Source: an optimization exercise on an open RTL-to-GDS flow (aim: small area). Production flows keep margins and buffers that such runs may drop. Where RTL was checked, it was by simulation tests only, not by an equivalence proof against the original. Only the layout flow was run in run 1; the RTL was not checked for function there.

$ cat flow/run.sh
#!/bin/bash
# synth_recipe.tcl (not shown) runs the flow's synth.tcl, then flattens the netlist and writes it again
# the make line also repeats each setting of config.mk as NAME=value (left out here)
make -C /OpenROAD-flow-scripts/flow DESIGN_CONFIG=/design/flow/config.mk WORK_HOME=/design/flow/orfs CLKGATE_MAP_FILE= SYNTH_SCRIPT=/design/flow/synth_recipe.tcl finish
$ cat flow/config.mk
export PLATFORM = sky130hd
export DESIGN_NAME = fl_comp
export DESIGN_NICKNAME = fl_comp
export VERILOG_FILES = /design/flow/design.v
export SDC_FILE = /design/flow/constraint.sdc
export NUM_CORES = 4
export LEC_CHECK = 0
export ABC_AREA = 1
export CAP_MARGIN = 20
export CORE_MARGIN = 2
export CORE_UTILIZATION = 60
export CTS_BUF_LIST = sky130_fd_sc_hd__clkbuf_4 sky130_fd_sc_hd__clkbuf_8
export SLEW_MARGIN = 20
$ cat flow/constraint.sdc
create_clock -name core_clock -period 45.0 [get_ports {clk}]
set_input_delay 9.0000 -clock core_clock [delete_from_list [all_inputs] [get_ports {clk}]]
set_output_delay 9.0000 -clock core_clock [all_outputs]
set_load 0.01 [all_outputs]
$ cat flow/design.v
module fl_add #(parameter W = 8) (
    input  wire [W-1:0] a,
    input  wire [W-1:0] b,
    input  wire         ci,
    output wire [W-1:0] s,
    output wire         co
);
    wire [W:0] c;
    assign c[0] = ci;
    genvar k;
    generate
        for (k = 0; k < W; k = k + 1) begin : g_b
            assign s[k]   = a[k] ^ b[k] ^ c[k];
            assign c[k+1] = (a[k] & b[k]) | (a[k] & c[k]) | (b[k] & c[k]);
        end
    endgenerate
    assign co = c[W];
endmodule
module fl_lt #(parameter W = 8) (
    input  wire [W-1:0] a,
    input  wire [W-1:0] b,
    output wire         lt
);
    wire [W:0] c;
    assign c[0] = 1'b0;
    genvar k;
    generate
        for (k = 0; k < W; k = k + 1) begin : g_b
            assign c[k+1] = (~a[k] & b[k]) | (~a[k] & c[k]) | (b[k] & c[k]);
        end
    endgenerate
    assign lt = c[W];
endmodule
module fl_comp (
    input  wire               clk,
    input  wire               rst,
    input  wire               in_valid,
    output wire               in_ready,
    input  wire               in_start,
    input  wire               in_settle,
    input  wire               in_forced,
    input  wire               in_ff_en,
    input  wire signed [23:0] in_p,
    input  wire        [13:0] in_centre,
    input  wire signed [8:0]  in_code,
    input  wire signed [17:0] in_ffd,
    input  wire signed [23:0] cfg_ki,
    input  wire signed [23:0] cfg_b0,
    input  wire signed [23:0] cfg_b1,
    input  wire signed [23:0] cfg_b2,
    input  wire signed [23:0] cfg_a1,
    input  wire signed [23:0] cfg_a2,
    input  wire        [3:0]  cfg_gsh,
    input  wire        [15:0] cfg_imin,
    input  wire        [15:0] cfg_imax,
    input  wire        [15:0] cfg_dmin,
    input  wire        [15:0] cfg_dmax,
    input  wire        [15:0] cfg_ipre,
    input  wire        [15:0] cfg_ffd_max,
    input  wire               cfg_ovr_int,
    output reg                out_valid,
    output reg         [15:0] out_d,
    output reg                out_dsat_hi,
    output reg                out_dsat_lo,
    output reg                out_hold,
    output reg  signed [17:0] out_x,
    output reg  signed [39:0] out_i
);
    localparam signed [39:0] MAX40 = 40'sh7F_FFFF_FFFF;
    localparam signed [39:0] MIN40 = 40'sh80_0000_0000;
    assign in_ready = 1'b1;
    wire accept = in_valid & ~rst;
    reg        [3:0]  ph;                   
    reg signed [23:0] r_ki, r_b0, r_b1, r_b2, r_a1, r_a2;
    reg        [15:0] r_imin, r_imax, r_dmin, r_dmax;
    reg        [3:0]  g;                    
    reg signed [4:0]  dg;                   
    reg        [17:0] r_ffd;                
    reg               r_ffc;
    reg signed [17:0] xn;                   
    reg signed [17:0] x2;                   
    reg               st;                   
    reg signed [39:0] y1, y2;               
    reg signed [49:0] acc;
    reg               cl_do, cl_max;        
    wire p0 = (ph == 4'd0);
    reg signed [39:0] sh_in;
    reg        [4:0]  sh_r;
    reg               sh_sat;
        wire signed [39:0] u;
    wire        [15:0] cl_v = cl_max ? r_imax : r_imin;
    wire signed [4:0]  dg0 = $signed({1'b0, cfg_gsh}) - $signed({1'b0, g});
    wire        [15:0] sh_x = p0 ? cfg_ipre : cl_v;
    wire sel_i = (p0 & ~in_start) | (ph == 4'd4 & ~cl_do);
    wire sel_y = (ph == 4'd1) | (ph == 4'd2);
    wire sel_u = (ph == 4'd3) | (ph == 4'd15);
    wire sel_x = (p0 & in_start) | (ph == 4'd4 & cl_do);
    always @* begin
        sh_in = ({40{sel_i}} & out_i) | ({40{sel_y & ~st}} & y1) | ({40{sel_u}} & {{8{u[39]}}, u[39:8]})
              | ({40{sel_x}} & {16'd0, sh_x, 8'd0});
        sh_sat = 1'b0;
        if (p0) begin
            sh_r   = in_start ? 5'd15 - {1'b0, cfg_gsh} : 5'd15 - dg0;
            sh_sat = ~in_start & ~dg0[4] & (dg0 != 5'sd0);
        end else if (sel_y) begin
            sh_r   = 5'd15 - dg;
            sh_sat = ~dg[4] & (dg != 5'sd0);
        end else if (sel_u)
            sh_r   = 5'd15 + {1'b0, g};
        else
            sh_r   = 5'd15 - {1'b0, g};
    end
    wire signed [54:0] sh_e   = {sh_in, 15'd0};
    wire signed [54:0] sh_s   = sh_e >>> sh_r;
    wire        [3:0]  sh_l   = 4'd15 - sh_r[3:0];           
    reg                sh_ovf;
    integer k;
    always @* begin
        sh_ovf = 1'b0;
        for (k = 24; k < 39; k = k + 1)
            if (k >= 39 - sh_l && sh_in[k] != sh_in[39]) sh_ovf = 1'b1;
    end
    wire signed [39:0] sh_out = (sh_sat & sh_ovf) ? (sh_in[39] ? MIN40 : MAX40) : sh_s[39:0];
    reg signed [23:0] m_c;          
    reg signed [39:0] m_d;          
    reg        [1:0]  m_j;          
    reg               m_neg;        
    reg        [2:0]  b_sel;        
    always @* begin
        m_c = 24'sd0; m_d = 40'sd0; m_j = 2'd0; m_neg = 1'b0; b_sel = 3'd0;
        case (ph)
            4'd0:  begin m_c = {10'd0, in_centre}; m_j = 2'd3; b_sel = 3'd5; end
            4'd1:  begin m_c = r_ki; m_d = xn; m_j = 2'd0; b_sel = 3'd2; end
            4'd2:  begin m_c = r_ki; m_d = xn; m_j = 2'd1; b_sel = 3'd1; end
            4'd3:  begin m_c = r_a1; m_d = y1; m_j = 2'd0; b_sel = 3'd3; m_neg = 1'b1; end
            4'd4:  begin m_c = r_a2; m_d = y2; m_j = 2'd0; b_sel = 3'd0; m_neg = 1'b1; end
            4'd5:  begin m_c = r_a1; m_d = y1; m_j = 2'd1; b_sel = 3'd1; m_neg = 1'b1; end
            4'd6:  begin m_c = r_a2; m_d = y2; m_j = 2'd1; b_sel = 3'd0; m_neg = 1'b1; end
            4'd7:  begin m_c = r_a1; m_d = y1; m_j = 2'd2; b_sel = 3'd1; m_neg = 1'b1; end
            4'd8:  begin m_c = r_a2; m_d = y2; m_j = 2'd2; b_sel = 3'd0; m_neg = 1'b1; end
            4'd9:  begin m_c = r_b0; m_d = xn; m_j = 2'd0; b_sel = 3'd4; end
            4'd10: begin m_c = r_b1; m_d = st ? 40'sd0 : out_x; m_j = 2'd0; b_sel = 3'd0; end
            4'd11: begin m_c = r_b2; m_d = st ? 40'sd0 : x2;    m_j = 2'd0; b_sel = 3'd0; end
            4'd12: begin m_c = r_b0; m_d = xn; m_j = 2'd1; b_sel = 3'd1; end
            4'd13: begin m_c = r_b1; m_d = st ? 40'sd0 : out_x; m_j = 2'd1; b_sel = 3'd0; end
            4'd14: begin m_c = r_b2; m_d = st ? 40'sd0 : x2;    m_j = 2'd1; b_sel = 3'd0; end
            default: ;
        endcase
    end
    wire [41:0] m_dx = {{2{m_d[39]}}, m_d};
    reg  [14:0] w;
    always @* begin
        case (m_j)
            2'd0:    w = {m_dx[13:0], 1'b0};
            2'd1:    w = m_dx[27:13];
            2'd2:    w = m_dx[41:27];
            default: w = {14'h3F9C, 1'b0};      
        endcase
    end
    wire [24:0] mc25 = {m_c[23], m_c};
    wire [49:0] rows [0:7];
    wire [6:0]  bneg;
    genvar gk;
    generate
        for (gk = 0; gk < 7; gk = gk + 1) begin : g_row
            wire b2 = w[2*gk+2], b1 = w[2*gk+1], b0 = w[2*gk];
            wire one = b1 ^ b0;
            wire two = (b2 & ~b1 & ~b0) | (~b2 & b1 & b0);
            wire ng  = b2 ^ m_neg;
            wire [25:0] sel = {(one | two) & mc25[24], ({25{one}} & mc25) | ({25{two}} & {mc25[23:0], 1'b0})};
            wire [25:0] v = sel ^ {26{ng}};
            assign bneg[gk] = ng;
            if (gk == 0) begin : g_first
                assign rows[0] = {24'd0, ~v[25], v[24:0]};
            end else begin : g_next
                assign rows[gk] = {{(24-2*gk){1'b0}}, ~v[25], v[24:0], 1'b0, bneg[gk-1], {(2*gk-2){1'b0}}};
            end
        end
    endgenerate
    localparam [49:0] BK = 50'h4_0000_0000_0000 - 50'd183240753152;    
    assign rows[7] = BK | {37'd0, bneg[6], 12'd0};
    wire [17:0] t_hi;
    fl_add #(18) u_t (.a({in_p[23], in_p[23], in_p[23:8]}), .b(~{in_code[8], in_code[8], in_code[8], in_code[8],
                      in_code[8], in_code[8], in_code[8], in_code[8], in_code[8], in_code}),
                      .ci(1'b1), .s(t_hi), .co());
    reg [49:0] base;
    always @* begin
        case (b_sel)
            3'd0:    base = acc;
            3'd1:    base = {{14{acc[49]}}, acc[49:14]};
            3'd2:    base = {{4{out_i[39]}}, out_i, 6'd0};
            3'd3:    base = 50'd4194303;
            3'd4:    base = {acc[37:0], out_d[13:8], 6'd0};
            default: base = {{24{t_hi[17]}}, t_hi, in_p[7:0]};
        endcase
    end
    wire [49:0] s1 = base ^ rows[0] ^ rows[1];
    wire [49:0] c1 = {(base & rows[0] | base & rows[1] | rows[0] & rows[1]), 1'b0};
    wire [49:0] s2 = rows[2] ^ rows[3] ^ rows[4];
    wire [49:0] c2 = {(rows[2] & rows[3] | rows[2] & rows[4] | rows[3] & rows[4]), 1'b0};
    wire [49:0] s3 = rows[5] ^ rows[6] ^ rows[7];
    wire [49:0] c3 = {(rows[5] & rows[6] | rows[5] & rows[7] | rows[6] & rows[7]), 1'b0};
    wire [49:0] s4 = s1 ^ c1 ^ s2;
    wire [49:0] c4 = {(s1 & c1 | s1 & s2 | c1 & s2), 1'b0};
    wire [49:0] s5 = c2 ^ s3 ^ c3;
    wire [49:0] c5 = {(c2 & s3 | c2 & c3 | s3 & c3), 1'b0};
    wire [49:0] s6 = s4 ^ c4 ^ s5;
    wire [49:0] c6 = {(s4 & c4 | s4 & s5 | c4 & s5), 1'b0};
    wire [49:0] s7 = s6 ^ c6 ^ c5;
    wire [49:0] c7 = {(s6 & c6 | s6 & c5 | c6 & c5), 1'b0};
    wire [49:0] acc_n;
    fl_add #(50) u_acc (.a(s7), .b(c7), .ci(1'b0), .s(acc_n), .co());
    wire [25:0] xe = acc_n[25:0];
    wire signed [17:0] xs = (xe[25:17] == {9{xe[25]}}) ? xe[17:0]
                          : (xe[25] ? 18'sh2_0000 : 18'sh1_FFFF);
    wire signed [17:0] xv0 = in_start ? 18'sd0 : out_x;
    wire signed [17:0] x0  = in_settle ? xv0 : xs;
    wire hi0 = ~in_start & out_dsat_hi;
    wire lo0 = ~in_start & out_dsat_lo;
    wire ovr = (in_code == 9'sh100) || (in_code == 9'sh0FF);
    wire hold0 = (hi0 && !x0[17] && (x0 != 18'sd0)) || (lo0 && x0[17]) || in_forced
               || (ovr && !cfg_ovr_int);
    wire [16:0] fmag = in_ffd[17] ? ~in_ffd[16:0] : in_ffd[16:0];
    wire        f_lt;                           
    fl_lt #(17) u_flt (.a(fmag), .b({1'b0, cfg_ffd_max}), .lt(f_lt));
    wire        f_eq = (fmag == {1'b0, cfg_ffd_max});
    wire        f_cl = in_ffd[17] ? ~f_lt : ~(f_lt | f_eq);
    wire        f_en = in_ff_en & ~in_forced;
    wire [17:0] ffd0 = ~f_en ? 18'd0 : ~f_cl ? in_ffd
                     : (in_ffd[17] ? ~{2'b0, cfg_ffd_max} : {2'b0, cfg_ffd_max});
    wire        ffc0 = f_en & f_cl & in_ffd[17];
    wire [4:0]  s5w = 5'd8 + {1'b0, g};
    reg         rnz;
    always @* begin
        rnz = 1'b0;
        for (k = 0; k < 23; k = k + 1)
            if (k < s5w && u[k]) rnz = 1'b1;
    end
    wire [31:0] q = sh_out[31:0];
    wire q_pos_big = ~q[31] & (q[30:16] != 15'd0);
    wire q_lt_max, q_lt_min, mx_lt_mn;
    fl_lt #(16) u_q1 (.a(q[15:0]), .b(r_imax), .lt(q_lt_max));
    fl_lt #(16) u_q2 (.a(q[15:0]), .b(r_imin), .lt(q_lt_min));
    fl_lt #(16) u_q3 (.a(r_imax), .b(r_imin), .lt(mx_lt_mn));
    wire q_eq_max = (q[15:0] == r_imax);
    wire q_small  = ~q[31] & ~q_pos_big;        
    wire c_hi = q_pos_big | (q_small & ~q_lt_max & ~(q_eq_max & ~rnz));
    wire c_lo = q[31] | (q_small & q_lt_min);
    wire signed [44:0] ysum = {acc[36:0], out_d[13:6]};
    wire signed [39:0] y = (ysum[44:39] == {6{ysum[44]}}) ? ysum[39:0] : (ysum[44] ? MIN40 : MAX40);
    wire [39:0] usum;
    wire        uco;
    wire [39:0] ua = (ph == 4'd15) ? out_i : 40'd0;
    fl_add #(40) u_u (.a(ua), .b(y), .ci(1'b0), .s(usum), .co(uco));
    wire uovf = (ua[39] == y[39]) & (usum[39] != ua[39]);
    assign u = uovf ? (ua[39] ? MIN40 : MAX40) : usum;
    wire ush_neg = sh_out[39];
    wire ush_in  = (sh_out[39:17] == {23{sh_out[39]}});       
    wire [18:0] ds;
    wire        dco;
    fl_add #(19) u_ds (.a({sh_out[17], sh_out[17:0]}), .b({r_ffd[17], r_ffd}), .ci(r_ffc), .s(ds), .co(dco));
    wire [15:0] dc = ~ush_in ? (ush_neg ? 16'd0 : 16'hFFFF)
                   : ds[18] ? 16'd0 : (ds[17:16] != 2'd0) ? 16'hFFFF : ds[15:0];
    wire dc_lt_mx, dc_lt_mn;
    fl_lt #(16) u_d1 (.a(dc), .b(r_dmax), .lt(dc_lt_mx));
    fl_lt #(16) u_d2 (.a(dc), .b(r_dmin), .lt(dc_lt_mn));
    wire dc_eq_mx = (dc == r_dmax);
    wire dc_eq_mn = (dc == r_dmin);
    wire dmx_lt_mn;
    fl_lt #(16) u_d3 (.a(r_dmax), .b(r_dmin), .lt(dmx_lt_mn));
    wire dc_gt_mx = ~dc_lt_mx & ~dc_eq_mx;
    wire [15:0] d = dc_gt_mx ? (dmx_lt_mn ? r_dmin : r_dmax) : (dc_lt_mn ? r_dmin : dc);
    always @(posedge clk) begin
        if (rst) begin
            ph        <= 4'd0;
            out_valid <= 1'b0;
        end else begin
            out_valid <= (ph == 4'd15);
            if (!p0) ph <= ph + 4'd1;
            else if (accept) ph <= 4'd1;
        end
        acc <= acc_n;
        if (p0 && accept) begin
            r_ki <= cfg_ki; r_b0 <= cfg_b0; r_b1 <= cfg_b1; r_b2 <= cfg_b2;
            r_a1 <= cfg_a1; r_a2 <= cfg_a2;
            r_imin <= cfg_imin; r_imax <= cfg_imax;
            r_dmin <= cfg_dmin; r_dmax <= cfg_dmax;
            g   <= cfg_gsh;
            dg  <= dg0;
            r_ffd <= ffd0;
            r_ffc <= ffc0;
            xn  <= x0;
            st  <= in_start;
            out_hold <= hold0;
            out_i <= sh_out;
        end
        if (ph == 4'd2 || ph == 4'd5 || ph == 4'd7 || ph == 4'd12)
            out_d[13:0] <= acc[13:0];
        if (ph == 4'd1 || ph == 4'd2) begin
            y1 <= y2;
            y2 <= sh_out;
        end
        if (ph == 4'd3) begin
            if (!out_hold) out_i <= u;
            cl_do  <= c_hi | c_lo;
            cl_max <= c_hi & ~mx_lt_mn;
        end
        if (ph == 4'd4 && !out_hold && cl_do) out_i <= sh_out;
        if (ph == 4'd15) begin
            y1 <= y;
            y2 <= y1;
            x2 <= st ? 18'sd0 : out_x;
            out_x <= xn;
            out_d <= d;
            out_dsat_hi <= ~dc_lt_mx;
            out_dsat_lo <= dc_lt_mn | dc_eq_mn;
        end
    end
endmodule
==> out/results.ini, run 1 <==
[layout]
layout_common_cells=nand2_1 (1203), inv_1 (718), nand3_1 (425)
drive_gt1_frac=0.0595
multi_input_area_um2=23500
seq_area_um2=13700
layout.nets=6106
syn_to_final_growth_pct=15.9
n_fill_cell=5493
final_common_cell=nand2_1
post-route-util=0.705

[routing]
drc_errors=0
antenna_left=0
viasPerCell=6.35
drt_iter0_drc=6598
via_count=40140
drt-pass1-iter-count=7
wire_per_inst_um=25.9
wl_um=164000

[place]
io_buffer_count=394
hpwl_um=126000
gp_congestion=1.08

[floorplan]
io_pins=396
die_w_um=266
initial_core_util=0.609
core_area_um2=67400
die_h_um=266
dieArea_um2=70500
rows=95

[timing]
relSlewSlack=0.253
layout_min_cycle_time_ns=29.20
worst_pin_slew_ns=1.12
report.final.slew_viol_count=0
finalClockSkew_ns=0.0572
rsz0062_at_grt=false
setup_violations=0
fin_hold_ws_ns=0.451
final_hold_viol_count=0
period_share=0.649
max_freq_mhz=34.2
setup_tns_ns=0

[clocking]
cts_repair_resize_count=0
post-cts-setup-buffer-count=0
clk_root_buffer_cell=clkbuf_8
ctsHoldBuffers=0
clk_path_buf_depth=3
clkLatencyLatePin_ns=0.73
cts_sinks=487
cts_buffers=85
cts_tree=done
cts-htree-levels=3
path_clk_slew_ns=0.06

[synth]
seq_area_frac_synth=0.333
syn_area_um2=41000
synth_top_area_share=0.287
avgSynthCellArea_um2=8.10
ys_types=67
async_flop_share=0
synth_ff_type=edfxtp_1
synth_warnings=2
synth_cells=5065
ys_ff_latch=487
yosysTopAreaCell=edfxtp_1
synth_edf_count=392
synth_area_leaders=edfxtp_1 (29%), fa_1 (13%), nand2_1 (11%)

[worst_setup_path]
cp.depth=138
crit_top_cell=fa_1
worst-path-buf-inv=27
setup.worst_path.end_class=flip-flop
critPathKind=flip-flop to flip-flop
crit_family=adder cells
required_ns=45.48
critical_path.max_fanout=38
slowest_stage=nand2_1
worstPathArrival_ns=29.68
cpPeakStageDelay_ns=0.77
start_kind=flip-flop
worstRegToRegCells=138

[min_path]
hold_depth=0
hold_path.class=flip-flop to flip-flop

[run]
maxCapViolations=0

[global_route]
grt_antenna_before_repair=26
grt_max_degree=192
gr-total-overflow=0
track_usage=0.460
grt_pass1_wl_um=240000
grt_pass1_vias=38166

[outcome]
run_status=finished clean

-- cells by family after synthesis --
kind of cell,Yosys count,share of synthesized area
XOR/XNOR,229,0.0489
buffers and inverters,1031,0.0978
flip-flops,487,0.333
AO/OA/AOI/OAI,913,0.139
multiplexers,2,0.000518
adder cells (fa/ha/maj),419,0.177
AND/OR/NAND/NOR,1983,0.203
other,1,0.0000914
-- path summary, 6_finish.rpt --
kind | start | to | slack [ns]
hold / removal | xn[10] | out_x[10] | 0.45
setup reg to reg | acc[36] | out_d[2] | 15.80
setup / recovery | acc[36] | out_d[2] | 15.80
hold reg to reg | xn[10] | out_x[10] | 0.45
-- final cells by class --
| type | count | area share |
|---|---|---|
| clock buffer | 120 | 0.0308 |
| inverter | 753 | 0.0595 |
| sequential | 487 | 0.288 |
| multi-input combinational | 3547 | 0.494 |
| timing repair buffer | 497 | 0.0993 |
| clock inverter | 26 | 0.00482 |
| tap | 873 | 0.0230 |
| antenna | 15 | 0.000789 |
-- cell usage after synthesis (all sizes together), types with 6 or more instances --
cell / number
a32o: 12
edfxtp: 392
buf: 102
o31ai: 17
a221oi: 46
a211oi: 22
a2111oi: 8
a221o: 6
nand4: 43
nor3: 13
xor2: 187
a22o: 25
ha: 147
a21oi: 125
a22oi: 16
o21ai: 321
xnor2: 42
o22ai: 209
nor2: 244
clkinv: 15
o221ai: 27
o211ai: 42
nor4: 14
o2111ai: 15
clkbuf: 176
inv: 738
nand2: 1224
nand3: 434
fa: 271
dfxtp: 95
-- flip-flops by register name (all words and copies together) (netlist names), 24 cells and up --
register	flops
acc	50
out_i	40
r_a1	24
r_a2	24
r_b0	24
r_b1	24
r_b2	24
r_ki	24
y1	40
y2	40
-- stage by stage --
step,cell area (µm²),std cells,setup WS [ns]
detailed placement,45800,6156,16.26
floorplan,41000,5065,17.69
CTS,47500,6302,16.40
global placement,45800,6156,16.40
finish,47500,6318,15.80
global route,47500,6311,14.25
-- routing by layer --
layer | part of all wire | track usage | vias to the layer above
li1 | - | - | 17566
met1 | 0.35 | 0.577 | 18628
met2 | 0.43 | 0.685 | 3200
met3 | 0.14 | 0.161 | 720
met4 | 0.072 | 0.276 | 26
met5 | 0.00094 | 0 | -
==> run 2, diff against run 1 <==
--- a/flow/design.v
+++ b/flow/design.v
@@ -88,6 +88,5 @@
     reg        [4:0]  sh_r;
     reg               sh_sat;
-        wire signed [39:0] u;
-    wire        [15:0] cl_v = cl_max ? r_imax : r_imin;
+        wire        [15:0] cl_v = cl_max ? r_imax : r_imin;
     wire signed [4:0]  dg0 = $signed({1'b0, cfg_gsh}) - $signed({1'b0, g});
     wire        [15:0] sh_x = p0 ? cfg_ipre : cl_v;
@@ -97,5 +96,5 @@
     wire sel_x = (p0 & in_start) | (ph == 4'd4 & cl_do);
     always @* begin
-        sh_in = ({40{sel_i}} & out_i) | ({40{sel_y & ~st}} & y1) | ({40{sel_u}} & {{8{u[39]}}, u[39:8]})
+        sh_in = ({40{sel_i}} & out_i) | ({40{sel_y & ~st}} & y2) | ({40{sel_u}} & {{8{usum[39]}}, usum[39:8]})
               | ({40{sel_x}} & {16'd0, sh_x, 8'd0});
         sh_sat = 1'b0;
@@ -178,5 +177,5 @@
         end
     endgenerate
-    localparam [49:0] BK = 50'h4_0000_0000_0000 - 50'd183240753152;    
+    localparam [49:0] BK = 50'h3_FFD5_5600_0000;    
     assign rows[7] = BK | {37'd0, bneg[6], 12'd0};
     wire [17:0] t_hi;
@@ -235,5 +234,5 @@
         rnz = 1'b0;
         for (k = 0; k < 23; k = k + 1)
-            if (k < s5w && u[k]) rnz = 1'b1;
+            if (k < s5w && usum[k]) rnz = 1'b1;
     end
     wire [31:0] q = sh_out[31:0];
@@ -254,10 +253,11 @@
     fl_add #(40) u_u (.a(ua), .b(y), .ci(1'b0), .s(usum), .co(uco));
     wire uovf = (ua[39] == y[39]) & (usum[39] != ua[39]);
-    assign u = uovf ? (ua[39] ? MIN40 : MAX40) : usum;
-    wire ush_neg = sh_out[39];
-    wire ush_in  = (sh_out[39:17] == {23{sh_out[39]}});       
+    wire [39:0] mxs = 40'h7F_FFFF_FFFF >> s5w;
+    wire [39:0] ush = uovf ? (ua[39] ? ~mxs : mxs) : sh_out;
+    wire ush_neg = ush[39];
+    wire ush_in  = (ush[39:17] == {23{ush[39]}});       
     wire [18:0] ds;
     wire        dco;
-    fl_add #(19) u_ds (.a({sh_out[17], sh_out[17:0]}), .b({r_ffd[17], r_ffd}), .ci(r_ffc), .s(ds), .co(dco));
+    fl_add #(19) u_ds (.a({ush[17], ush[17:0]}), .b({r_ffd[17], r_ffd}), .ci(r_ffc), .s(ds), .co(dco));
     wire [15:0] dc = ~ush_in ? (ush_neg ? 16'd0 : 16'hFFFF)
                    : ds[18] ? 16'd0 : (ds[17:16] != 2'd0) ? 16'hFFFF : ds[15:0];
@@ -298,9 +298,9 @@
             out_d[13:0] <= acc[13:0];
         if (ph == 4'd1 || ph == 4'd2) begin
-            y1 <= y2;
-            y2 <= sh_out;
+            y1 <= sh_out;
+            y2 <= y1;
         end
         if (ph == 4'd3) begin
-            if (!out_hold) out_i <= u;
+            if (!out_hold) out_i <= usum;
             cl_do  <= c_hi | c_lo;
             cl_max <= c_hi & ~mx_lt_mn;
==> run 2 against run 1 <==
Clock-buffer cell count down 4. Clock skew down 0.0091 ns. Critical endpoint is now out_d[4].
==> out/results.ini, run 2 <==
[worst_setup_path]
start_kind=flip-flop
critical_path.max_fanout=41  ; +7.9%
setup.worst_path.end_class=flip-flop
r2r_setup_slack_ns=16.94  ; +1.15 ns
required_ns=45.48  ; about the same
worstReg2RegEnd=out_d[4]
worstRegToRegCells=130  ; -5.8%
worst-path-buf-inv=20  ; -26%
cpPeakStageDelay_ns=0.66  ; -0.11 ns
worstPathArrival_ns=28.53  ; -1.15 ns
critPathKind=flip-flop to flip-flop
crit_top_cell=fa_1
slowest_stage=fa_1
rr_startpoint=acc[36]
crit_family=adder cells

[clocking]
path_clk_slew_ns=0.07  ; about the same
post-cts-setup-buffer-count=0  ; unchanged
clk_root_buffer_cell=clkbuf_8
cts_repair_resize_count=0  ; unchanged
clkLatencyLatePin_ns=0.75  ; +0.02 ns
cts_sinks=487  ; unchanged
clk_path_buf_depth=3  ; unchanged
ctsHoldBuffers=0  ; unchanged
cts_tree=done
cts-htree-levels=3  ; unchanged
cts_buffers=83  ; -2.4%

[routing]
viasPerCell=6.38  ; +0.37%
wire_per_inst_um=25.9  ; -0.32%
drc_errors=0  ; unchanged
wl_met1_um=57300  ; -0.90%
wl_met3_um=22600  ; -3.8%
drt_iter0_drc=6188  ; -6.2%
top_layer=met5
antenna_left=0  ; unchanged
met2WireLength_um=67800  ; -3.9%
wl_um=160000  ; -2.6%
drt-pass1-iter-count=8  ; +1
via_count=39353  ; -2.0%

[min_path]
hold_path_end=out_x[1]
hold_path.class=flip-flop to flip-flop
holdCritStartpoint=xn[1]
hold_depth=0  ; unchanged

[synth]
synth_cells=4942  ; -2.4%
async_flop_share=0  ; unchanged
yosysTopAreaCell=edfxtp_1
ys_ff_latch=487  ; unchanged
synth_area_leaders=edfxtp_1 (29%), fa_1 (13%), nand2_1 (10%)
avgSynthCellArea_um2=8.21  ; +1.3%
synth_ff_type=edfxtp_1
yosysMostFrequentCell=nand2_1
synth_common_cells=nand2_1 (1119), inv_1 (658), nand3_1 (394), edfxtp_1 (392), o21ai_0 (352)
synth_edf_count=392  ; unchanged
seq_area_frac_synth=0.337  ; +0.00380
ys_types=65  ; -3.0%
synth_top_area_share=0.290  ; +0.00327
syn_area_um2=40600  ; -1.1%
synth_warnings=1  ; -1

[timing]
worst_pin_slew_ns=1.27  ; +0.153 ns
setup_violations=0  ; unchanged
max_freq_mhz=35.6  ; +4.1%
final_hold_viol_count=0  ; unchanged
layout_min_cycle_time_ns=28.06  ; -1.15 ns
fin_hold_ws_ns=0.451  ; +0.0000620 ns
finalClockSkew_ns=0.0481  ; -0.00913 ns
report.final.slew_viol_count=0  ; unchanged
relSlewSlack=0.142  ; -0.111
period_share=0.623  ; -0.0255
timing.final.ws_setup_ns=16.94  ; +1.15 ns
setup_tns_ns=0  ; unchanged
rsz0062_at_grt=false

[place]
post-place-ws_ns=16.56  ; +0.306 ns
gp_congestion=1.11  ; +2.4%
hpwl_um=120000  ; -4.7%
io_buffer_count=394  ; unchanged

[global_route]
grt_pass1_vias=37663  ; -1.3%
grt_pass1_wl_um=234000  ; -2.3%
grt_max_degree=172  ; -10%
grt_antenna_before_repair=12  ; -54%
track_usage=0.451  ; -0.00858
gr-total-overflow=0  ; unchanged

[floorplan]
rows=95  ; unchanged
die_w_um=264  ; -0.56%
io_pins=396  ; unchanged
initial_core_util=0.605  ; -0.00367
die_h_um=264  ; -0.56%
dieArea_um2=69700  ; -1.1%
core_area_um2=67000  ; -0.53%

[layout]
regMostFlops=acc
drive_gt1_frac=0.0584  ; -0.00109
largest_reg_flops=50  ; unchanged
syn_to_final_growth_pct=16.1
layout.nets=5963  ; -2.3%
layout_common_cells=nand2_1 (1118), inv_1 (658), nand3_1 (394)
final_common_cell=nand2_1

[outcome]
run_status=finished clean

[run]
maxCapViolations=0  ; unchanged

run 2: cells by family (layout without fill, tap and decap cells):
group	count (synthesis)	in the layout	share of synthesized area
other	1	7	0.0000924
and+or+nand+nor	1879	1879	0.197
AOI/OAI and AO/OA	953	953	0.144
adders and majority gates	420	420	0.179
DFF	487	487	0.337
muxes	2	2	0.000493
xor gates and xnor gates	232	232	0.0501
buffers and inverters	968	1318	0.0920
run 2: final cells by class:
class / count / area [µm²]
multi-input cells: 3487 / 23300
fillers: 5386 / 19900
flip-flops and latches: 487 / 13700
repair buffers: 478 / 4600
inverters: 689 / 2590
clock buffers: 116 / 1460
well taps: 873 / 1090
clock inverters: 35 / 399
diodes: 6 / 15.0
run 2: worst max path at each step:
| stage | startpoint | endpoint | slack, ns | depth (start not counted) |
|---|---|---|---|---|
| finish | acc[36] | out_d[4] | 16.94 | 130 |
| global route | acc[36] | out_d[4] | 15.78 | 130 |
| CTS | in_p[8] | acc[49] | 17.18 | 56 |
| detailed placement | in_p[8] | acc[49] | 16.56 | 56 |
| global placement | in_centre[5] | acc[49] | 16.90 | 70 |
| floorplan | in_p[8] | acc[49] | 17.84 | 55 |
run 2: through the flow:
| stage | instances | utilization | instance area, µm² |
|---|---|---|---|
| after floorplan | 4942 | - | 40600 |
| after detailed placement | 6013 | 0.675 | 45200 |
| after CTS | 6164 | 0.702 | 47100 |
| after global placement | 6013 | 0.675 | 45200 |
| final | 6171 | 0.703 | 47100 |
| after global routing | 6167 | 0.703 | 47100 |
run 2: per-layer routing:
layer	global-route usage	vias up
li1	-	17193
met1	0.580	18314
met2	0.665	3146
met3	0.140	690
met4	0.283	10
met5	0	-
==> run 3, diff against run 2 <==
==> flow/flow/run.sh (new file) <==
#!/bin/bash
# The standard layout, with every input and output port buffered by the
# smallest buffer cell (buffer_ports -buffer_cell) instead of the default pick.
set -euo pipefail
export BUFFER_PORTS_ARGS="-buffer_cell sky130_fd_sc_hd__buf_1"
bash standard.sh > standard.log 2>&1
==> flow/standard.sh (new file) <==
#!/bin/bash
# synth_recipe.tcl (not shown) runs the flow's synth.tcl, then flattens the netlist and writes it again
# the make line also repeats each setting of config.mk as NAME=value (left out here)
make -C /OpenROAD-flow-scripts/flow DESIGN_CONFIG=/design/flow/config.mk WORK_HOME=/design/flow/orfs CLKGATE_MAP_FILE= SYNTH_SCRIPT=/design/flow/synth_recipe.tcl "${@:-finish}"
removed: flow/run.sh
==> run 3 against run 2 <==
Still clean on timing, DRC and antenna. Sequential share of layout area increased by 1.7 points. Clock-buffer cell count is 8 higher. Synthesized cell count is the same. First-iteration DRC count shrank 1.4%. Die area is the same. Hold slack lost 0.020 ns. Non-clock buffer count is 1 lower. Fmax fell by 0.93%. Sequential cell count did not move.
==> out/results.ini, run 3 <==
[global_route]
track_usage=0.442  ; -0.00887
grt_pass1_wl_um=230000  ; -1.8%
grt_max_degree=93  ; -46%
gr-total-overflow=0  ; unchanged
grt_antenna_before_repair=12  ; unchanged
grt_pass1_vias=36615  ; -2.8%

[timing]
period_share=0.629  ; +0.00584
max_freq_mhz=35.3  ; -0.93%
final_hold_viol_count=0  ; unchanged
relSlewSlack=0.195  ; +0.0530
rsz0062_at_grt=false
fin_hold_ws_ns=0.431  ; -0.0195 ns
setup_violations=0  ; unchanged
setup_tns_ns=0  ; unchanged
finalClockSkew_ns=0.0301  ; -0.0181 ns
report.final.slew_viol_count=0  ; unchanged
worst_pin_slew_ns=1.21  ; -0.0673 ns
layout_min_cycle_time_ns=28.32  ; +0.263 ns

[worst_setup_path]
crit_top_cell=fa_1
critical_path.max_fanout=59  ; +44%
critPathKind=flip-flop to flip-flop
worstRegToRegCells=130  ; unchanged
rr_startpoint=acc[36]
slowest_stage=fa_1
start_kind=flip-flop
required_ns=45.45  ; -0.03 ns
setup.worst_path.end_class=flip-flop
worstPathArrival_ns=28.77  ; +0.24 ns
cpPeakStageDelay_ns=0.67  ; about the same
crit_path_start=acc[36]

[clocking]
ctsHoldBuffers=0  ; unchanged
path_clk_slew_ns=0.06  ; about the same
cts_sinks=487  ; unchanged
clkLatencyLatePin_ns=0.72  ; -0.03 ns
cts_tree=done
post-cts-setup-buffer-count=0  ; unchanged
clk_root_buffer_cell=clkbuf_8
cts-htree-levels=3  ; unchanged
clk_path_buf_depth=3  ; unchanged
cts_repair_resize_count=0  ; unchanged
cts_buffers=83  ; unchanged

[min_path]
holdCritStartpoint=y1[28]
hold_depth=0  ; unchanged
hold_path.class=flip-flop to flip-flop

[synth]
async_flop_share=0  ; unchanged
syn_area_um2=40600  ; unchanged
synth_area_leaders=edfxtp_1 (29%), fa_1 (13%), nand2_1 (10%)
ys_ff_latch=487  ; unchanged
seq_area_frac_synth=0.337  ; unchanged
synth_warnings=1  ; unchanged
synth_edf_count=392  ; unchanged
synth_common_cells=nand2_1 (1119), inv_1 (658), nand3_1 (394), edfxtp_1 (392), o21ai_0 (352)
yosysMostFrequentCell=nand2_1
synth_ff_type=edfxtp_1
synth_cells=4942  ; unchanged
yosysTopAreaCell=edfxtp_1
synth_top_area_share=0.290  ; unchanged
ys_types=65  ; unchanged
avgSynthCellArea_um2=8.21  ; unchanged

[layout]
regMostFlops=acc
syn_to_final_growth_pct=9.61
layout.nets=5962  ; -0.017%
drive_gt1_frac=0.0590  ; +0.000645
final_area_um2=44500  ; -5.6%
largest_reg_flops=50  ; unchanged
layout_common_cells=nand2_1 (1117), inv_1 (658), nand3_1 (394)
final_common_cell=nand2_1

[run]
maxCapViolations=0  ; unchanged

[place]
hpwl_um=119000  ; -1.2%
placed_cell_area_um2=42800  ; -5.5%
gp_congestion=1.10  ; -0.76%
io_buffer_count=394  ; unchanged

[routing]
wl_um=155000  ; -2.7%
antenna_left=0  ; unchanged
via_count=38622  ; -1.9%
wire_per_inst_um=25.2  ; -2.6%
drt_iter0_drc=6104  ; -1.4%
drc_errors=0  ; unchanged
viasPerCell=6.27  ; -1.7%
drt-pass1-iter-count=10  ; +2

[floorplan]
core_area_um2=67000  ; unchanged
io_pins=396  ; unchanged
die_w_um=264  ; unchanged
dieArea_um2=69700  ; unchanged
die_h_um=264  ; unchanged
initial_core_util=0.605  ; unchanged
rows=95  ; unchanged

[outcome]
run_status=finished clean

## run 3: cell counts after synthesis
Identical to the previous run, type by type.
## run 3: logic make-up after synthesis
group,count (synthesis),share of synthesized area
other cells,1,0.0000924
flops,487,0.337
buf+inv,968,0.0920
simple gates,1879,0.197
compound gates,953,0.144
mux,2,0.000493
xor+xnor,232,0.0501
fa+ha+maj,420,0.179
## run 3: critical path, delay by kind of cell, from the launching register on
family                     cells  cell delay [ns]
AOI/OAI and AO/OA              3             0.74
adders and majority gates     58            18.64
buffers and inverters         19             2.28
DFF                            1             0.63
and+or+nand+nor               50             5.70
## run 3: metal layers
metal  global-route usage  share of wire
met5                    0        0.00072
met3                0.136           0.14
met4                0.260          0.071
met1                0.584           0.37
met2                0.643           0.42
## run 3: final timing paths
check                           endpoint  slack [ns]
worst max-delay path            out_d[4]       16.68
worst min-delay path              y2[28]        0.43
worst max register to register  out_d[4]       16.68
worst min register to register    y2[28]        0.43
## run 3: final cells by class
type / instances / area [µm²]
antenna: 5 / 12.5
clock buffer: 124 / 1480
clock inverter: 21 / 185
fill: 5805 / 22600
inverter: 689 / 2590
multi-input combinational: 3487 / 23300
sequential: 487 / 13700
tap: 873 / 1090
timing repair buffer: 477 / 2130
## run 3: metrics by stage
stage	std cells	setup slack, ns	util
floorplan	4942	17.84	-
global placement	6012	17.23	0.638
detailed placement	6012	16.91	0.638
CTS	6157	17.23	0.663
global route	6159	15.30	0.663
finish	6163	16.68	0.663
==> run 4, diff against run 3 <==
--- a/flow/design.v
+++ b/flow/design.v
@@ -32,4 +32,69 @@
     assign lt = c[W];
 endmodule
+module fl_mac (
+    input  wire [23:0] m_c,
+    input  wire [14:0] w,
+    input  wire        m_neg,
+    input  wire [49:0] base,
+    output wire [49:0] acc_n
+);
+    wire [24:0] mc25 = {m_c[23], m_c};
+    wire [49:0] rows [0:7];
+    wire [6:0]  bneg;
+    genvar gk;
+    generate
+        for (gk = 0; gk < 7; gk = gk + 1) begin : g_row
+            wire b2 = w[2*gk+2], b1 = w[2*gk+1], b0 = w[2*gk];
+            wire one = b1 ^ b0;
+            wire two = (b2 & ~b1 & ~b0) | (~b2 & b1 & b0);
+            wire ng  = b2 ^ m_neg;
+            wire [25:0] sel = {(one | two) & mc25[24], ({25{one}} & mc25) | ({25{two}} & {mc25[23:0], 1'b0})};
+            wire [25:0] v = sel ^ {26{ng}};
+            assign bneg[gk] = ng;
+            if (gk == 0) begin : g_first
+                assign rows[0] = {24'd0, ~v[25], v[24:0]};
+            end else begin : g_next
+                assign rows[gk] = {{(24-2*gk){1'b0}}, ~v[25], v[24:0], 1'b0, bneg[gk-1], {(2*gk-2){1'b0}}};
+            end
+        end
+    endgenerate
+    localparam [49:0] BK = 50'h3_FFD5_5600_0000;    
+    assign rows[7] = BK | {37'd0, bneg[6], 12'd0};
+    wire [49:0] s1 = base ^ rows[0] ^ rows[1];
+    wire [49:0] c1 = {(base & rows[0] | base & rows[1] | rows[0] & rows[1]), 1'b0};
+    wire [49:0] s2 = rows[2] ^ rows[3] ^ rows[4];
+    wire [49:0] c2 = {(rows[2] & rows[3] | rows[2] & rows[4] | rows[3] & rows[4]), 1'b0};
+    wire [49:0] s3 = rows[5] ^ rows[6] ^ rows[7];
+    wire [49:0] c3 = {(rows[5] & rows[6] | rows[5] & rows[7] | rows[6] & rows[7]), 1'b0};
+    wire [49:0] s4 = s1 ^ c1 ^ s2;
+    wire [49:0] c4 = {(s1 & c1 | s1 & s2 | c1 & s2), 1'b0};
+    wire [49:0] s5 = c2 ^ s3 ^ c3;
+    wire [49:0] c5 = {(c2 & s3 | c2 & c3 | s3 & c3), 1'b0};
+    wire [49:0] s6 = s4 ^ c4 ^ s5;
+    wire [49:0] c6 = {(s4 & c4 | s4 & s5 | c4 & s5), 1'b0};
+    wire [49:0] s7 = s6 ^ c6 ^ c5;
+    wire [49:0] c7 = {(s6 & c6 | s6 & c5 | c6 & c5), 1'b0};
+    fl_add #(50) u_acc (.a(s7), .b(c7), .ci(1'b0), .s(acc_n), .co());
+endmodule
+module fl_shift (
+    input  wire signed [39:0] sh_in,
+    input  wire        [4:0]  sh_r,
+    input  wire               sh_sat,
+    output wire signed [39:0] sh_out
+);
+    localparam signed [39:0] MAX40 = 40'sh7F_FFFF_FFFF;
+    localparam signed [39:0] MIN40 = 40'sh80_0000_0000;
+    wire signed [54:0] sh_e   = {sh_in, 15'd0};
+    wire signed [54:0] sh_s   = sh_e >>> sh_r;
+    wire        [3:0]  sh_l   = 4'd15 - sh_r[3:0];           
+    reg                sh_ovf;
+    integer k;
+    always @* begin
+        sh_ovf = 1'b0;
+        for (k = 24; k < 39; k = k + 1)
+            if (k >= 39 - sh_l && sh_in[k] != sh_in[39]) sh_ovf = 1'b1;
+    end
+    assign sh_out = (sh_sat & sh_ovf) ? (sh_in[39] ? MIN40 : MAX40) : sh_s[39:0];
+endmodule
 module fl_comp (
     input  wire               clk,
@@ -110,15 +175,7 @@
             sh_r   = 5'd15 - {1'b0, g};
     end
-    wire signed [54:0] sh_e   = {sh_in, 15'd0};
-    wire signed [54:0] sh_s   = sh_e >>> sh_r;
-    wire        [3:0]  sh_l   = 4'd15 - sh_r[3:0];           
-    reg                sh_ovf;
     integer k;
-    always @* begin
-        sh_ovf = 1'b0;
-        for (k = 24; k < 39; k = k + 1)
-            if (k >= 39 - sh_l && sh_in[k] != sh_in[39]) sh_ovf = 1'b1;
-    end
-    wire signed [39:0] sh_out = (sh_sat & sh_ovf) ? (sh_in[39] ? MIN40 : MAX40) : sh_s[39:0];
+    wire signed [39:0] sh_out;
+    fl_shift u_sh (.sh_in(sh_in), .sh_r(sh_r), .sh_sat(sh_sat), .sh_out(sh_out));
     reg signed [23:0] m_c;          
     reg signed [39:0] m_d;          
@@ -157,26 +214,4 @@
         endcase
     end
-    wire [24:0] mc25 = {m_c[23], m_c};
-    wire [49:0] rows [0:7];
-    wire [6:0]  bneg;
-    genvar gk;
-    generate
-        for (gk = 0; gk < 7; gk = gk + 1) begin : g_row
-            wire b2 = w[2*gk+2], b1 = w[2*gk+1], b0 = w[2*gk];
-            wire one = b1 ^ b0;
-            wire two = (b2 & ~b1 & ~b0) | (~b2 & b1 & b0);
-            wire ng  = b2 ^ m_neg;
-            wire [25:0] sel = {(one | two) & mc25[24], ({25{one}} & mc25) | ({25{two}} & {mc25[23:0], 1'b0})};
-            wire [25:0] v = sel ^ {26{ng}};
-            assign bneg[gk] = ng;
-            if (gk == 0) begin : g_first
-                assign rows[0] = {24'd0, ~v[25], v[24:0]};
-            end else begin : g_next
-                assign rows[gk] = {{(24-2*gk){1'b0}}, ~v[25], v[24:0], 1'b0, bneg[gk-1], {(2*gk-2){1'b0}}};
-            end
-        end
-    endgenerate
-    localparam [49:0] BK = 50'h3_FFD5_5600_0000;    
-    assign rows[7] = BK | {37'd0, bneg[6], 12'd0};
     wire [17:0] t_hi;
     fl_add #(18) u_t (.a({in_p[23], in_p[23], in_p[23:8]}), .b(~{in_code[8], in_code[8], in_code[8], in_code[8],
@@ -194,20 +229,6 @@
         endcase
     end
-    wire [49:0] s1 = base ^ rows[0] ^ rows[1];
-    wire [49:0] c1 = {(base & rows[0] | base & rows[1] | rows[0] & rows[1]), 1'b0};
-    wire [49:0] s2 = rows[2] ^ rows[3] ^ rows[4];
-    wire [49:0] c2 = {(rows[2] & rows[3] | rows[2] & rows[4] | rows[3] & rows[4]), 1'b0};
-    wire [49:0] s3 = rows[5] ^ rows[6] ^ rows[7];
-    wire [49:0] c3 = {(rows[5] & rows[6] | rows[5] & rows[7] | rows[6] & rows[7]), 1'b0};
-    wire [49:0] s4 = s1 ^ c1 ^ s2;
-    wire [49:0] c4 = {(s1 & c1 | s1 & s2 | c1 & s2), 1'b0};
-    wire [49:0] s5 = c2 ^ s3 ^ c3;
-    wire [49:0] c5 = {(c2 & s3 | c2 & c3 | s3 & c3), 1'b0};
-    wire [49:0] s6 = s4 ^ c4 ^ s5;
-    wire [49:0] c6 = {(s4 & c4 | s4 & s5 | c4 & s5), 1'b0};
-    wire [49:0] s7 = s6 ^ c6 ^ c5;
-    wire [49:0] c7 = {(s6 & c6 | s6 & c5 | c6 & c5), 1'b0};
     wire [49:0] acc_n;
-    fl_add #(50) u_acc (.a(s7), .b(c7), .ci(1'b0), .s(acc_n), .co());
+    fl_mac u_mac (.m_c(m_c), .w(w), .m_neg(m_neg), .base(base), .acc_n(acc_n));
     wire [25:0] xe = acc_n[25:0];
     wire signed [17:0] xs = (xe[25:17] == {9{xe[25]}}) ? xe[17:0]
--- a/flow/config.mk
+++ b/flow/config.mk
@@ -6,8 +6,8 @@
 export NUM_CORES = 4
 export LEC_CHECK = 0
-export ABC_AREA = 1
 export CAP_MARGIN = 20
 export CORE_MARGIN = 2
-export CORE_UTILIZATION = 60
+export CORE_UTILIZATION = 50
 export CTS_BUF_LIST = sky130_fd_sc_hd__clkbuf_4 sky130_fd_sc_hd__clkbuf_8
 export SLEW_MARGIN = 20
+export SYNTH_HIERARCHICAL = 1
==> run 4 against run 3 <==
Still clean. Hold slack got worse by 0.019 ns. Sequential cell count did not move. First-iteration DRC count fell by 23%. Clock-buffer cell count fell by 4. Critical endpoint is now out_d[13].
==> out/results.ini, run 4 <==
[place]
placed_cell_area_um2=43200  ; +1.1%
dpl.cell_count=5245  ; -13%
gp_congestion=0.982  ; -11%
io_buffer_count=394  ; unchanged
hpwl_um=112000  ; -5.3%
post-place-ws_ns=12.45  ; -4.47 ns

[clocking]
cts_repair_resize_count=0  ; unchanged
clk_path_buf_depth=3  ; unchanged
cts-htree-levels=3  ; unchanged
cts_sinks=487  ; unchanged
cts_buffers=89  ; +7.2%
ctsHoldBuffers=0  ; unchanged
clk_root_buffer_cell=clkbuf_8
post-cts-setup-buffer-count=0  ; unchanged
cts_tree=done
path_clk_slew_ns=0.07  ; about the same
clkLatencyLatePin_ns=0.74  ; +0.02 ns

[timing]
max_freq_mhz=30.2  ; -15%
rsz0062_at_grt=false
final_hold_viol_count=0  ; unchanged
report.final.slew_viol_count=0  ; unchanged
relSlewSlack=0.267  ; +0.0716
period_share=0.736  ; +0.107
layout_min_cycle_time_ns=33.14  ; +4.82 ns
worst_pin_slew_ns=1.10  ; -0.106 ns
finalClockSkew_ns=0.0557  ; +0.0256 ns
setup_violations=0  ; unchanged
setup_tns_ns=0  ; unchanged
timing.final.ws_setup_ns=11.86  ; -4.82 ns

[worst_setup_path]
worstPathArrival_ns=33.70  ; +4.93 ns
slowest_stage=a21oi_1
crit_top_cell=fa_1
setup.worst_path.end_class=flip-flop
cpPeakStageDelay_ns=0.80  ; +0.13 ns
crit_family=adder cells
critPathKind=flip-flop to flip-flop
worst-path-buf-inv=12  ; -7
critical_path.max_fanout=65  ; +10%
required_ns=45.56  ; +0.11 ns
start_kind=flip-flop

[floorplan]
io_pins=396  ; unchanged
die_w_um=289  ; +9.5%
rows=104  ; +9.5%
initial_core_util=0.505  ; -0.100
dieArea_um2=83600  ; +20%
core_area_um2=80500  ; +20%
die_h_um=289  ; +9.5%

[layout]
final_cells=5411  ; -12%
layout.nets=4953  ; -17%
layout_common_cells=buf_1 (393), edfxtp_1 (392), inv_1 (388)
final_area_um2=45200  ; +1.6%
drive_gt1_frac=0.102  ; +0.0433
syn_to_final_growth_pct=11.1
regMostFlops=acc
final_common_cell=buf_1
largest_reg_flops=50  ; unchanged

[global_route]
grt_pass1_vias=32647  ; -11%
grt_max_degree=170  ; +83%
grt_pass1_wl_um=218000  ; -5.2%
gr-total-overflow=0  ; unchanged
grt_antenna_before_repair=3  ; -9
track_usage=0.354  ; -0.0884

[routing]
via_count=34376  ; -11%
drt-pass1-iter-count=9  ; -1
wl_met1_um=60200  ; +4.8%
drt_iter0_drc=4680  ; -23%
antenna_left=0  ; unchanged
wire_per_inst_um=27.6  ; +9.7%
drc_errors=0  ; unchanged
viasPerCell=6.35  ; +1.4%
wl_um=149000  ; -3.7%
met2WireLength_um=66700  ; +1.8%
wl_met3_um=16100  ; -24%
top_layer=met4

[min_path]
hold_path.class=flip-flop to flip-flop

[synth]
synth_cells=3981  ; -19%
avgSynthCellArea_um2=10.2  ; +24%
synth_warnings=9  ; +8
syn_area_um2=40700  ; +0.24%

[run]
maxCapViolations=0  ; unchanged

[outcome]
run_status=finished clean

## run 4: final timing paths
| path | startpoint | endpoint | slack, ns | cells after the start |
|---|---|---|---|---|
| worst min-delay path | y1[25] | y2[25] | 0.41 | 0 |
| worst max register to register | ph[0] | out_d[13] | 11.86 | 92 |
| worst min register to register | y1[25] | y2[25] | 0.41 | 0 |
| worst max-delay path | ph[0] | out_d[13] | 11.86 | 92 |
## run 4: area by class of cell
class                   instances  area (µm²)
inverters                     401        1520
diodes                          2        5.00
fillers                      7213       35400
clock inverters                43         464
flip-flops and latches        487       13700
repair buffers                486        2190
multi-input cells            2812       24500
well taps                    1060        1330
clock buffers                 120        1460
## run 4: metrics by stage
step	utilization	hold slack [ns]
after floorplan	-	0.426
after global placement	0.537	0.428
after detailed placement	0.537	0.434
after CTS	0.560	0.410
after global routing	0.561	0.420
final	0.561	0.413
## run 4: routing by layer
| metal | up-vias | GRT usage |
|---|---|---|
| li1 | 15040 | - |
| met1 | 16984 | 0.502 |
| met2 | 2052 | 0.530 |
| met3 | 300 | 0.0735 |
| met4 | 0 | 0.140 |
| met5 | - | 0 |
==> run 5, diff against run 4 <==
--- a/flow/design.v
+++ b/flow/design.v
@@ -20,8 +20,9 @@
     input  wire [W-1:0] a,
     input  wire [W-1:0] b,
+    input  wire         ci,
     output wire         lt
 );
     wire [W:0] c;
-    assign c[0] = 1'b0;
+    assign c[0] = ci;
     genvar k;
     generate
@@ -85,6 +86,11 @@
     localparam signed [39:0] MAX40 = 40'sh7F_FFFF_FFFF;
     localparam signed [39:0] MIN40 = 40'sh80_0000_0000;
-    wire signed [54:0] sh_e   = {sh_in, 15'd0};
-    wire signed [54:0] sh_s   = sh_e >>> sh_r;
+    wire        sg  = sh_in[39];
+    wire [54:0] e0  = {sh_in, 15'd0};
+    wire [54:0] t16 = sh_r[4] ? {{16{sg}}, e0[54:16]} : e0;
+    wire [46:0] t8  = sh_r[3] ? t16[54:8] : t16[46:0];
+    wire [42:0] t4  = sh_r[2] ? t8[46:4]  : t8[42:0];
+    wire [40:0] t2  = sh_r[1] ? t4[42:2]  : t4[40:0];
+    wire [39:0] t1  = sh_r[0] ? t2[40:1]  : t2[39:0];
     wire        [3:0]  sh_l   = 4'd15 - sh_r[3:0];           
     reg                sh_ovf;
@@ -95,5 +101,5 @@
             if (k >= 39 - sh_l && sh_in[k] != sh_in[39]) sh_ovf = 1'b1;
     end
-    assign sh_out = (sh_sat & sh_ovf) ? (sh_in[39] ? MIN40 : MAX40) : sh_s[39:0];
+    assign sh_out = (sh_sat & sh_ovf) ? (sh_in[39] ? MIN40 : MAX40) : t1;
 endmodule
 module fl_comp (
@@ -243,7 +249,6 @@
     wire [16:0] fmag = in_ffd[17] ? ~in_ffd[16:0] : in_ffd[16:0];
     wire        f_lt;                           
-    fl_lt #(17) u_flt (.a(fmag), .b({1'b0, cfg_ffd_max}), .lt(f_lt));
-    wire        f_eq = (fmag == {1'b0, cfg_ffd_max});
-    wire        f_cl = in_ffd[17] ? ~f_lt : ~(f_lt | f_eq);
+    fl_lt #(17) u_flt (.a(fmag), .b({1'b0, cfg_ffd_max}), .ci(~in_ffd[17]), .lt(f_lt));
+    wire        f_cl = ~f_lt;
     wire        f_en = in_ff_en & ~in_forced;
     wire [17:0] ffd0 = ~f_en ? 18'd0 : ~f_cl ? in_ffd
@@ -259,11 +264,10 @@
     wire [31:0] q = sh_out[31:0];
     wire q_pos_big = ~q[31] & (q[30:16] != 15'd0);
-    wire q_lt_max, q_lt_min, mx_lt_mn;
-    fl_lt #(16) u_q1 (.a(q[15:0]), .b(r_imax), .lt(q_lt_max));
-    fl_lt #(16) u_q2 (.a(q[15:0]), .b(r_imin), .lt(q_lt_min));
-    fl_lt #(16) u_q3 (.a(r_imax), .b(r_imin), .lt(mx_lt_mn));
-    wire q_eq_max = (q[15:0] == r_imax);
+    wire q_le_max, q_lt_min, mx_lt_mn;
+    fl_lt #(16) u_q1 (.a(q[15:0]), .b(r_imax), .ci(~rnz), .lt(q_le_max));
+    fl_lt #(16) u_q2 (.a(q[15:0]), .b(r_imin), .ci(1'b0), .lt(q_lt_min));
+    fl_lt #(16) u_q3 (.a(r_imax), .b(r_imin), .ci(1'b0), .lt(mx_lt_mn));
     wire q_small  = ~q[31] & ~q_pos_big;        
-    wire c_hi = q_pos_big | (q_small & ~q_lt_max & ~(q_eq_max & ~rnz));
+    wire c_hi = q_pos_big | (q_small & ~q_le_max);
     wire c_lo = q[31] | (q_small & q_lt_min);
     wire signed [44:0] ysum = {acc[36:0], out_d[13:6]};
@@ -283,13 +287,10 @@
     wire [15:0] dc = ~ush_in ? (ush_neg ? 16'd0 : 16'hFFFF)
                    : ds[18] ? 16'd0 : (ds[17:16] != 2'd0) ? 16'hFFFF : ds[15:0];
-    wire dc_lt_mx, dc_lt_mn;
-    fl_lt #(16) u_d1 (.a(dc), .b(r_dmax), .lt(dc_lt_mx));
-    fl_lt #(16) u_d2 (.a(dc), .b(r_dmin), .lt(dc_lt_mn));
-    wire dc_eq_mx = (dc == r_dmax);
-    wire dc_eq_mn = (dc == r_dmin);
+    wire dc_lt_mx, dc_le_mn;
+    fl_lt #(16) u_d1 (.a(dc), .b(r_dmax), .ci(1'b0), .lt(dc_lt_mx));
+    fl_lt #(16) u_d2 (.a(dc), .b(r_dmin), .ci(1'b1), .lt(dc_le_mn));
     wire dmx_lt_mn;
-    fl_lt #(16) u_d3 (.a(r_dmax), .b(r_dmin), .lt(dmx_lt_mn));
-    wire dc_gt_mx = ~dc_lt_mx & ~dc_eq_mx;
-    wire [15:0] d = dc_gt_mx ? (dmx_lt_mn ? r_dmin : r_dmax) : (dc_lt_mn ? r_dmin : dc);
+    fl_lt #(16) u_d3 (.a(r_dmax), .b(r_dmin), .ci(1'b0), .lt(dmx_lt_mn));
+    wire [15:0] d = ~dc_lt_mx ? (dmx_lt_mn ? r_dmin : r_dmax) : (dc_le_mn ? r_dmin : dc);
     always @(posedge clk) begin
         if (rst) begin
@@ -335,5 +336,5 @@
             out_d <= d;
             out_dsat_hi <= ~dc_lt_mx;
-            out_dsat_lo <= dc_lt_mn | dc_eq_mn;
+            out_dsat_lo <= dc_le_mn;
         end
     end
--- a/flow/config.mk
+++ b/flow/config.mk
@@ -8,5 +8,5 @@
 export CAP_MARGIN = 20
 export CORE_MARGIN = 2
-export CORE_UTILIZATION = 50
+export CORE_UTILIZATION = 55
 export CTS_BUF_LIST = sky130_fd_sc_hd__clkbuf_4 sky130_fd_sc_hd__clkbuf_8
 export SLEW_MARGIN = 20
==> run 5 against run 4 <==
Register-to-register slack worse by 0.97 ns. Global-route usage up 3.8 points. Design area down 4.0%. Critical endpoint is now out_d[0].
==> out/results.ini, run 5 <==
[layout]
syn_to_final_growth_pct=10.3
layout.nets=4754  ; -4.0%
n_fill_cell=6051  ; -16%
post-route-util=0.610  ; +0.0487
multi_input_area_um2=23200  ; -5.6%
regMostFlops=acc
layout_common_cells=buf_1 (393), edfxtp_1 (392), inv_1 (387)
seq_area_um2=13700  ; unchanged
final_common_cell=buf_1
largest_reg_flops=50  ; unchanged
drive_gt1_frac=0.107  ; +0.00472

[synth]
syn_area_um2=39300  ; -3.4%
avgSynthCellArea_um2=10.4  ; +1.4%
synth_cells=3794  ; -4.7%
synth_warnings=9  ; unchanged

[clocking]
clkLatencyLatePin_ns=0.74  ; about the same
cts_repair_resize_count=0  ; unchanged
clk_root_buffer_cell=clkbuf_8
cts_tree=done
cts-htree-levels=3  ; unchanged
cts_sinks=487  ; unchanged
ctsHoldBuffers=0  ; unchanged
clk_path_buf_depth=3  ; unchanged
cts_buffers=87  ; -2.2%
path_clk_slew_ns=0.06  ; about the same
post-cts-setup-buffer-count=0  ; unchanged

[worst_setup_path]
critPathKind=flip-flop to flip-flop
cpPeakStageDelay_ns=0.84  ; +0.04 ns
start_kind=flip-flop
worstPathArrival_ns=34.60  ; +0.90 ns
critical_path.max_fanout=63  ; -3.1%
slowest_stage=nand2_1
setup.worst_path.end_class=flip-flop
r2r_setup_slack_ns=10.90  ; -0.97 ns
crit_top_cell=fa_1
required_ns=45.50  ; -0.06 ns

[run]
maxCapViolations=0  ; unchanged

[routing]
drt-pass1-iter-count=9  ; unchanged
drc_errors=0  ; unchanged
wire_per_inst_um=28.9  ; +4.5%
viasPerCell=6.68  ; +5.1%
antenna_left=0  ; unchanged
drt_iter0_drc=5304  ; +13%
via_count=34063  ; -0.91%
wl_um=147000  ; -1.5%

[timing]
relSlewSlack=0.212  ; -0.0547
report.final.slew_viol_count=0  ; unchanged
rsz0062_at_grt=false
finalClockSkew_ns=0.0645  ; +0.00882 ns
max_freq_mhz=29.3  ; -2.8%
final_hold_viol_count=0  ; unchanged
timing.final.ws_setup_ns=10.90  ; -0.966 ns
period_share=0.758  ; +0.0215
setup_violations=0  ; unchanged
setup_tns_ns=0  ; unchanged
worst_pin_slew_ns=1.17  ; +0.0692 ns
layout_min_cycle_time_ns=34.10  ; +0.966 ns
fin_hold_ws_ns=0.444  ; +0.0308 ns

[global_route]
grt_max_degree=186  ; +9.4%
gr-total-overflow=0  ; unchanged
grt_antenna_before_repair=8  ; +5
grt_pass1_vias=33311  ; +2.0%
grt_pass1_wl_um=216000  ; -0.91%
track_usage=0.392  ; +0.0384

[place]
io_buffer_count=394  ; unchanged
gp_congestion=1.00  ; +2.3%
post-place-ws_ns=11.72  ; -0.729 ns
hpwl_um=111000  ; -1.5%

[floorplan]
initial_core_util=0.553  ; +0.0476
io_pins=396  ; unchanged
core_area_um2=71100  ; -12%
die_h_um=271  ; -6.2%
die_w_um=271  ; -6.2%
dieArea_um2=73600  ; -12%
rows=98  ; -5.8%

[min_path]
hold_path.class=flip-flop to flip-flop

[outcome]
run_status=finished clean

==> run 5: worst paths after layout <==
kind,from,to,depth (start not counted)
worst max-delay path,ph[0],out_d[0],95
worst min-delay path,y1[38],y2[38],0
worst max register to register,ph[0],out_d[0],95
worst min register to register,y1[38],y2[38],0
==> run 5: per-stage QoR <==
stage               instance area [µm²]  instances
CTS                               43300       5098
floorplan                         39300       3806
global route                      43300       5100
detailed placement                41500       4939
global placement                  41500       4939
finish                            43400       5102
==> run 5: cell type report <==
type | instances | share of cell area
flip-flops and latches | 487 | 0.315
clock buffers | 113 | 0.0323
multi-input cells | 2638 | 0.534
well taps | 950 | 0.0274
inverters | 393 | 0.0341
diodes | 4 | 0.000231
repair buffers | 471 | 0.0478
clock inverters | 46 | 0.00863
==> run 5: layer usage <==
layer	track usage	routed length, µm
met3	0.0896	17300
met1	0.544	56800
met5	0	80
met2	0.592	66000
met4	0.170	7010
==> run 5: worst max-delay path, delay by kind of cell (launching register included) <==
family	cells	cell delay [ns]
DFF	1	0.36
and+or+nand+nor	10	3.94
buffers and inverters	12	2.40
xor gates and xnor gates	1	0.15
AOI/OAI and AO/OA	11	3.11
adders and majority gates	61	23.89

-- afterwards: timing with drivers on the ports --
The flow's constraints put no driver on any port. The routed layouts listed below were extracted and timed again, unchanged, in two steps.
Step 1 (the two cells are an assumption about what drives the block):
set clk [get_ports {clk}]
set_driving_cell -lib_cell sky130_fd_sc_hd__clkbuf_16 $clk
set_driving_cell -lib_cell sky130_fd_sc_hd__buf_2 [delete_from_list [all_inputs] $clk]
Step 2 also shifts input and output timing later by t, the mid clock arrival at the registers, as if the neighbouring blocks saw the same clock.
a / b / c = ideal ports / drivers / drivers and shift; a / b = the first two.
run	t, ns	setup WS [ns]	worst register clock-pin slew, ns	worst data-port slew with drivers (ns)	cell pins on the clock port's net
run 1	0.769	15.797 / 15.797 / 15.797	0.07 / 0.07	0.18	1
run 2	0.797	16.945 / 16.945 / 16.388	0.07 / 0.07	0.10	1
run 3	0.774	16.682 / 16.682 / 16.682	0.07 / 0.07	0.07	1
run 4	0.783	11.862 / 11.862 / 11.862	0.07 / 0.07	0.08	1
run 5	0.772	10.896 / 10.896 / 10.896	0.08 / 0.08	0.09	1
After both steps every run listed still meets setup and hold. The setup slack of run 2, which loses most, moves by 0.000 ns with the drivers and by -0.557 ns with both steps.
